What follows belongs to an exercise in optimizing a design on an open flow for small area; a production flow would make more cautious choices. In this exercise RTL edits were held to simulation tests only and were not proved equivalent to the original.

==> flow/design.v <==
module mxfp4_block_dot (
    input  wire         clk,
    input  wire         rst,
    input  wire         in_valid,
    input  wire         in_first,
    input  wire         in_last,
    input  wire [127:0] in_a,       
    input  wire [127:0] in_b,
    input  wire [7:0]   in_sa,      
    input  wire [7:0]   in_sb,      
    output reg          out_valid,
    output wire [31:0]  out_d
);
    function [3:0] e2m1_mag;
        input [2:0] c;
        begin
            case (c)
                3'd0: e2m1_mag = 4'd0;
                3'd1: e2m1_mag = 4'd1;
                3'd2: e2m1_mag = 4'd2;
                3'd3: e2m1_mag = 4'd3;
                3'd4: e2m1_mag = 4'd4;
                3'd5: e2m1_mag = 4'd6;
                3'd6: e2m1_mag = 4'd8;
                default: e2m1_mag = 4'd12;
            endcase
        end
    endfunction
    reg signed [14:0] blk_sum;
    reg        [7:0]  prod;
    integer k;
    always @(*) begin
        blk_sum = 15'sd0;
        for (k = 0; k < 32; k = k + 1) begin
            prod = e2m1_mag(in_a[4*k +: 3]) * e2m1_mag(in_b[4*k +: 3]);
            if (in_a[4*k+3] ^ in_b[4*k+3])
                blk_sum = blk_sum - $signed({7'd0, prod});
            else
                blk_sum = blk_sum + $signed({7'd0, prod});
        end
    end
    reg               s1_valid;
    reg               s1_first;
    reg               s1_last;
    reg               s1_nan;
    reg signed [14:0] s1_sum;
    reg        [8:0]  s1_exp;      
    always @(posedge clk) begin
        if (rst)
            s1_valid <= 1'b0;
        else
            s1_valid <= in_valid;
        s1_first <= in_first;
        s1_last  <= in_last;
        s1_nan   <= (in_sa == 8'hFF) || (in_sb == 8'hFF);
        s1_sum   <= blk_sum;
        s1_exp   <= {1'b0, in_sa} + {1'b0, in_sb};
    end
    reg  [31:0] acc;
    reg         acc_nan;
    wire [31:0] a_op = s1_first ? 32'd0 : acc;
    wire        a_nan = s1_first ? 1'b0 : acc_nan;
    wire        sgn_a = a_op[31];
    wire [7:0]  exp_a = a_op[30:23];
    wire [23:0] ma    = {exp_a != 8'd0, a_op[22:0]};
    wire signed [11:0] xa = $signed({4'd0, (exp_a == 8'd0) ? 8'd1 : exp_a}) - 12'sd150;
    wire        a_inf = (exp_a == 8'hFF);
    wire        sgn_b = s1_sum[14];
    wire [13:0] mag_b = sgn_b ? 14'd0 - s1_sum[13:0] : s1_sum[13:0];
    reg  [4:0]  lz_b;
    integer i;
    always @(*) begin
        lz_b = 5'd23;
        for (i = 0; i < 14; i = i + 1)
            if (mag_b[i])
                lz_b = 5'd23 - i[4:0];
    end
    wire [23:0] mb = {10'd0, mag_b} << lz_b;
    wire signed [11:0] xb = $signed({3'd0, s1_exp}) - 12'sd256 - $signed({7'd0, lz_b});
    wire        a_big  = (xa >= xb);
    wire [23:0] m_big  = a_big ? ma : mb;
    wire [23:0] m_sml  = a_big ? mb : ma;
    wire        s_big  = a_big ? sgn_a : sgn_b;
    wire        s_sml  = a_big ? sgn_b : sgn_a;
    wire signed [11:0] x_big = a_big ? xa : xb;
    wire [11:0] xdiff   = a_big ? xa - xb : xb - xa;
    wire [5:0]  sh     = (xdiff > 12'd51) ? 6'd51 : xdiff[5:0];
    wire [50:0] big_al  = {m_big, 27'd0};
    wire [50:0] sml_ext = {m_sml, 27'd0};
    wire [50:0] sml_shr = sml_ext >> sh;
    wire [50:0] lost    = sml_ext & ~({51{1'b1}} << sh);
    wire [50:0] sml_al  = sml_shr | {50'd0, |lost};
    reg  [51:0] sum;
    reg         sgn_r;
    always @(*) begin
        if (s_big == s_sml) begin
            sum   = {1'b0, big_al} + {1'b0, sml_al};
            sgn_r = s_big;
        end else if (big_al >= sml_al) begin
            sum   = {1'b0, big_al} - {1'b0, sml_al};
            sgn_r = s_big;
        end else begin
            sum   = {1'b0, sml_al} - {1'b0, big_al};
            sgn_r = s_sml;
        end
    end
    reg [5:0] msb;
    integer j;
    always @(*) begin
        msb = 6'd0;
        for (j = 0; j < 52; j = j + 1)
            if (sum[j])
                msb = j[5:0];
    end
    wire signed [12:0] lsb_norm = $signed({7'd0, msb}) - 13'sd23;
    wire signed [12:0] lsb_sub  = -13'sd149 + 13'sd27 - $signed({x_big[11], x_big});
    wire signed [12:0] lsb_pos  = (lsb_norm > lsb_sub) ? lsb_norm : lsb_sub;
    wire signed [12:0] e_lsb    = lsb_pos + $signed({x_big[11], x_big}) - 13'sd27;
    reg [24:0] mant;
    reg        guard;
    reg        sticky;
    reg [6:0]  rs;
    always @(*) begin
        guard  = 1'b0;
        sticky = 1'b0;
        if (lsb_pos <= 0) begin
            rs   = 7'd0;
            mant = sum[24:0] << (-lsb_pos);
        end else begin
            rs   = (lsb_pos > 13'sd53) ? 7'd53 : lsb_pos[6:0];
            mant = sum >> rs;
            if (rs <= 7'd52)
                guard = sum[rs - 7'd1];
            sticky = |(sum & ~({52{1'b1}} << (rs - 7'd1)));
            if (guard && (sticky || mant[0]))
                mant = mant + 25'd1;
        end
    end
    wire signed [39:0] packed_r = ($signed({{27{e_lsb[12]}}, e_lsb}) + 40'sd149) * 40'sd8388608
                                  + $signed({15'd0, mant});
    reg [31:0] add_res;
    always @(*) begin
        if (a_inf)
            add_res = a_op;                              
        else if (mag_b == 14'd0)
            add_res = a_op;                              
        else if (mant == 25'd0)
            add_res = 32'd0;                             
        else if (packed_r >= 40'sh7F800000)
            add_res = {sgn_r, 8'hFF, 23'd0};             
        else
            add_res = {sgn_r, packed_r[30:0]};
    end
    always @(posedge clk) begin
        if (rst)
            out_valid <= 1'b0;
        else
            out_valid <= s1_valid && s1_last;
        if (s1_valid) begin
            acc     <= add_res;
            acc_nan <= a_nan || s1_nan;
        end
    end
    assign out_d = acc_nan ? 32'h7FC00000 : acc;
endmodule
==> flow/run.sh <==
#!/bin/bash
# synth_recipe.tcl (not shown) runs the flow's synth.tcl, then flattens the netlist and writes it again
# the make line also repeats each setting of config.mk as NAME=value (left out here)
make -C /OpenROAD-flow-scripts/flow DESIGN_CONFIG=/design/flow/config.mk WORK_HOME=/design/flow/orfs CLKGATE_MAP_FILE= SYNTH_SCRIPT=/design/flow/synth_recipe.tcl finish
==> flow/config.mk <==
export PLATFORM = sky130hd
export DESIGN_NAME = mxfp4_block_dot
export DESIGN_NICKNAME = mxfp4_block_dot
export VERILOG_FILES = /design/flow/design.v
export SDC_FILE = /design/flow/constraint.sdc
export NUM_CORES = 4
export LEC_CHECK = 0
export ABC_AREA = 1
export CAP_MARGIN = 20
export CORE_MARGIN = 2
export CORE_UTILIZATION = 40
export SLEW_MARGIN = 20
==> flow/constraint.sdc <==
create_clock -name core_clock -period 35.0 [get_ports {clk}]
set_input_delay 7.0000 -clock core_clock [delete_from_list [all_inputs] [get_ports {clk}]]
set_output_delay 7.0000 -clock core_clock [all_outputs]
set_load 0.01 [all_outputs]
==> impl_metrics.json <==
{
  "grt_max_degree": 79,
  "min_path_type": "reg2reg",
  "drt-vias-per-instance": 5.16,
  "die_area_um2": 160000,
  "fmax_ghz": 0.0328,
  "fin_skew_ns": 0.0160,
  "cp.required_ns": 35.27,
  "layout_min_cycle_time_ns": 30.45,
  "end_kind": "register",
  "timing.final.max_slew_violations": 0,
  "rsz0062_at_grt": "no",
  "syn_area_um2": 62600,
  "gp_congestion": 0.973,
  "cts_root_buffer": "clkbuf_16",
  "firstDrtPassIters": 9,
  "synth_enable_flop_cells": 33,
  "synth_nets": 12100,
  "pin_count": 310,
  "ys_types": 76,
  "drt_iter0_drc": 4632,
  "synthArstFlopShare_pct": 0,
  "syn_inst": 10700,
  "vias": 66600,
  "worst_pin_slew_ns": 1.05,
  "grt_usage_pct": 24.1,
  "ant_nets": 0,
  "max_cap_viol_count": 0,
  "finalSetupTns_ns": 0,
  "syn_to_final_growth_pct": 8.37,
  "num_rows": 145,
  "post-route-period-util_pct": 87.0,
  "drive_above_1_share_pct": 2.20,
  "r2r_start": "s1_sum[14]",
  "cts_resized": 0,
  "path_clk_slew_ns": 0.06,
  "grt_pass1_vias": 63700,
  "nets": 12300,
  "grt_pass1_wl_um": 319000,
  "yosys_warnings": 1,
  "slew_headroom_pct": 28.4,
  "cpMostUsedCell": "inv_1",
  "setup_viol": 0,
  "htreeDepth": 3,
  "yosysSeqAreaShare_pct": 2.51,
  "numCtsBuffers": 9,
  "critPathKind": "in2reg",
  "whs_endpoint": "out_valid",
  "arrival_ns": 30.72,
  "worstHoldStart": "s1_last",
  "hold_buffers": 0,
  "crit_path_max_fanout": 4,
  "hold_viol_final": 0,
  "worstRegToRegCells": 148,
  "die-height_um": 399,
  "coreArea_um2": 156000,
  "hpwlAfterDp_um": 171000,
  "antenna_found_initial": 14,
  "crit_path_start_kind": "input pin",
  "drcViolationCount": 0,
  "cts_tree": "done",
  "holdPathStages": 2,
  "clock-sinks": 62,
  "rr_endpoint": "acc[15]",
  "clock_path_buffers": 2,
  "post_cts_buffers": 0,
  "die_w_um": 399,
  "ys_ff_latch": 62,
  "cp_slowest_cell": "fa_1",
  "port_buffers": 309,
  "slowest_delay_ns": 0.55,
  "synthFlopType": "edfxtp_1",
  "gr-total-overflow": 0,
  "start_util_pct": 40.1,
  "rrSetupSlack_ns": 5.96,
  "totalWireLength_um": 197000,
  "run_status": "no timing/DRC/antenna violations",
  "syn_avg_cell_area_um2": 5.85,
  "insertion_delay_ns": 0.39,
  "routedWlPerCell_um": 15.3
}
-- cells in the mapped netlist, drive strengths merged (17+ instances only) --
cell type     n  area share, %
nand2      2396             15
inv        2036             12
nor2       1056            6.5
ha         1002             20
nand3       963            7.8
a21oi       714            5.7
xor2        637            8.9
o21ai       609            4.9
xnor2       207            2.9
fa          167            5.3
clkbuf      114           0.68
buf         103            1.0
nor3         97           0.80
o21bai       81           0.99
nand4        76           0.77
and2         61           0.61
or2          45           0.45
a21o         35           0.42
o31ai        34           0.41
edfxtp       33            1.6
a31oi        31           0.31
dfxtp        29           0.93
o211ai       29           0.37
nand3b       28           0.34
o21a         17           0.20
-- logic make-up (layout without fill, tap and decap cells) --
kind of cell	Yosys count	count (layout)	share of synthesized area [%]
AO/OA/AOI/OAI	1615	1615	14.2
multiplexers	2	2	0.0320
XOR/XNOR	844	844	11.8
flip-flops	62	62	2.51
adder cells (fa/ha/maj)	1169	1169	25.4
buffers and inverters	2267	2416	14.0
AND/OR/NAND/NOR	4739	4739	32.0
other	0	2	0
-- final cells by class --
cell class	count	area, um^2
Antenna cell	2	5.00
Clock buffer	9	225
Clock inverter	7	80.1
Fill cell	17000	88000
Inverter	2050	7700
Multi-Input combinational cell	8369	52200
Sequential cell	62	1570
Tap cell	2058	2570
Timing Repair Buffer	350	3400
-- how the worst max path moves through the flow --
stage	start	to	slack [ns]	depth (start not counted)
after floorplan	in_a[6]	s1_sum[14]	6.59	137
after global placement	in_a[6]	s1_sum[14]	4.26	142
after detailed placement	in_a[6]	s1_sum[14]	4.24	141
after CTS	in_a[6]	s1_sum[14]	4.49	140
after global routing	in_a[6]	s1_sum[14]	2.18	139
final	in_a[6]	s1_sum[14]	4.55	142
-- critical path, delay by kind of cell --
kind,cells,cell delay [ns]
adders and majority gates,34,11.36
xor gates and xnor gates,31,4.70
buffers and inverters,55,4.40
AOI/OAI and AO/OA,11,2.17
and+or+nand+nor,11,1.07
-- stage by stage --
stage                     utilization, %  instances  setup slack (ns)  hold WS [ns]  instance area (um^2)
after floorplan                        -      10700              6.59         0.395                 62600
after global placement              43.3      12900              4.26         0.402                 67500
after detailed placement            43.3      12900              4.24         0.402                 67500
after CTS                           43.5      12900              4.49         0.410                 67800
after global routing                43.5      12900              2.18         0.426                 67800
final                               43.5      12900              4.55         0.409                 67800
-- flip-flops by register name (all words and copies together) (netlist names) --
signal / cells
acc_nan: 1
s1_exp: 9
s1_first: 1
s1_valid: 1
s1_nan: 1
out_valid: 1
acc: 32
s1_sum: 15
s1_last: 1
-- per-layer routing --
| layer | up-vias | wire length, um | GRT usage, % |
|---|---|---|---|
| li1 | 34400 | - | - |
| met2 | 1626 | 92700 | 42.6 |
| met3 | 238 | 11200 | 2.86 |
| met5 | - | 210 | 0.363 |
| met4 | 24 | 5040 | 5.59 |
| met1 | 30300 | 88400 | 31.0 |
-- layout by cell type (no fill, tap or decap), types with 6 or more instances in the layout --
cell type,netlist,layout
and2_1,61,61
o21ai_1,91,91
o22ai_1,13,13
a211oi_1,7,7
inv_1,1975,1974
clkdlybuf4s50_1,0,309
nand3_1,953,953
a21oi_1,711,711
nand4_1,75,75
o21a_1,17,16
nor2_1,1031,1030
edfxtp_1,33,33
buf_4,15,41
o21ai_0,511,511
clkinv_1,14,15
nor2_2,15,16
ha_1,1002,1002
o21bai_1,80,80
nor2_4,9,9
o31ai_1,34,34
o21ai_2,6,6
fa_1,167,167
or2_2,40,40
nand2_2,17,17
o211ai_1,28,28
dfxtp_1,29,29
nor4_1,8,8
nand3_2,8,8
o41ai_1,8,8
clkbuf_16,0,9
a21o_1,35,35
xor2_1,635,634
a31oi_1,31,31
nor3_1,95,95
xnor2_1,207,207
inv_2,60,60
nand3b_1,28,28
nand2_1,2374,2374

[afterwards: timing with drivers on the ports]
The results above use ideal ports. As a check the final layout listed here was re-extracted and re-timed, cells and wires unchanged.
Step 1 (the two cells are an assumption about what drives the block):
set clk [get_ports {clk}]
set_driving_cell -lib_cell sky130_fd_sc_hd__clkbuf_16 $clk
set_driving_cell -lib_cell sky130_fd_sc_hd__buf_2 [delete_from_list [all_inputs] $clk]
Step 2 moves the port delays by t, midway between the first and last clock arrival at a register: inputs arrive t later, outputs are due t later. That takes back most of the time a late clock gives input paths.
Three values: no drivers, after step 1, after step 2; two values: the first two.
t (ns): 0.431
setup slack, ns: 4.552 / 4.580 / 4.149
worst setup path at the end: input to register
worst slew at a driven data input, ns: 0.12
After both steps setup and hold are still met in this run. For this run, drivers alone change the setup slack by +0.028 ns; drivers and shift together by -0.403 ns.
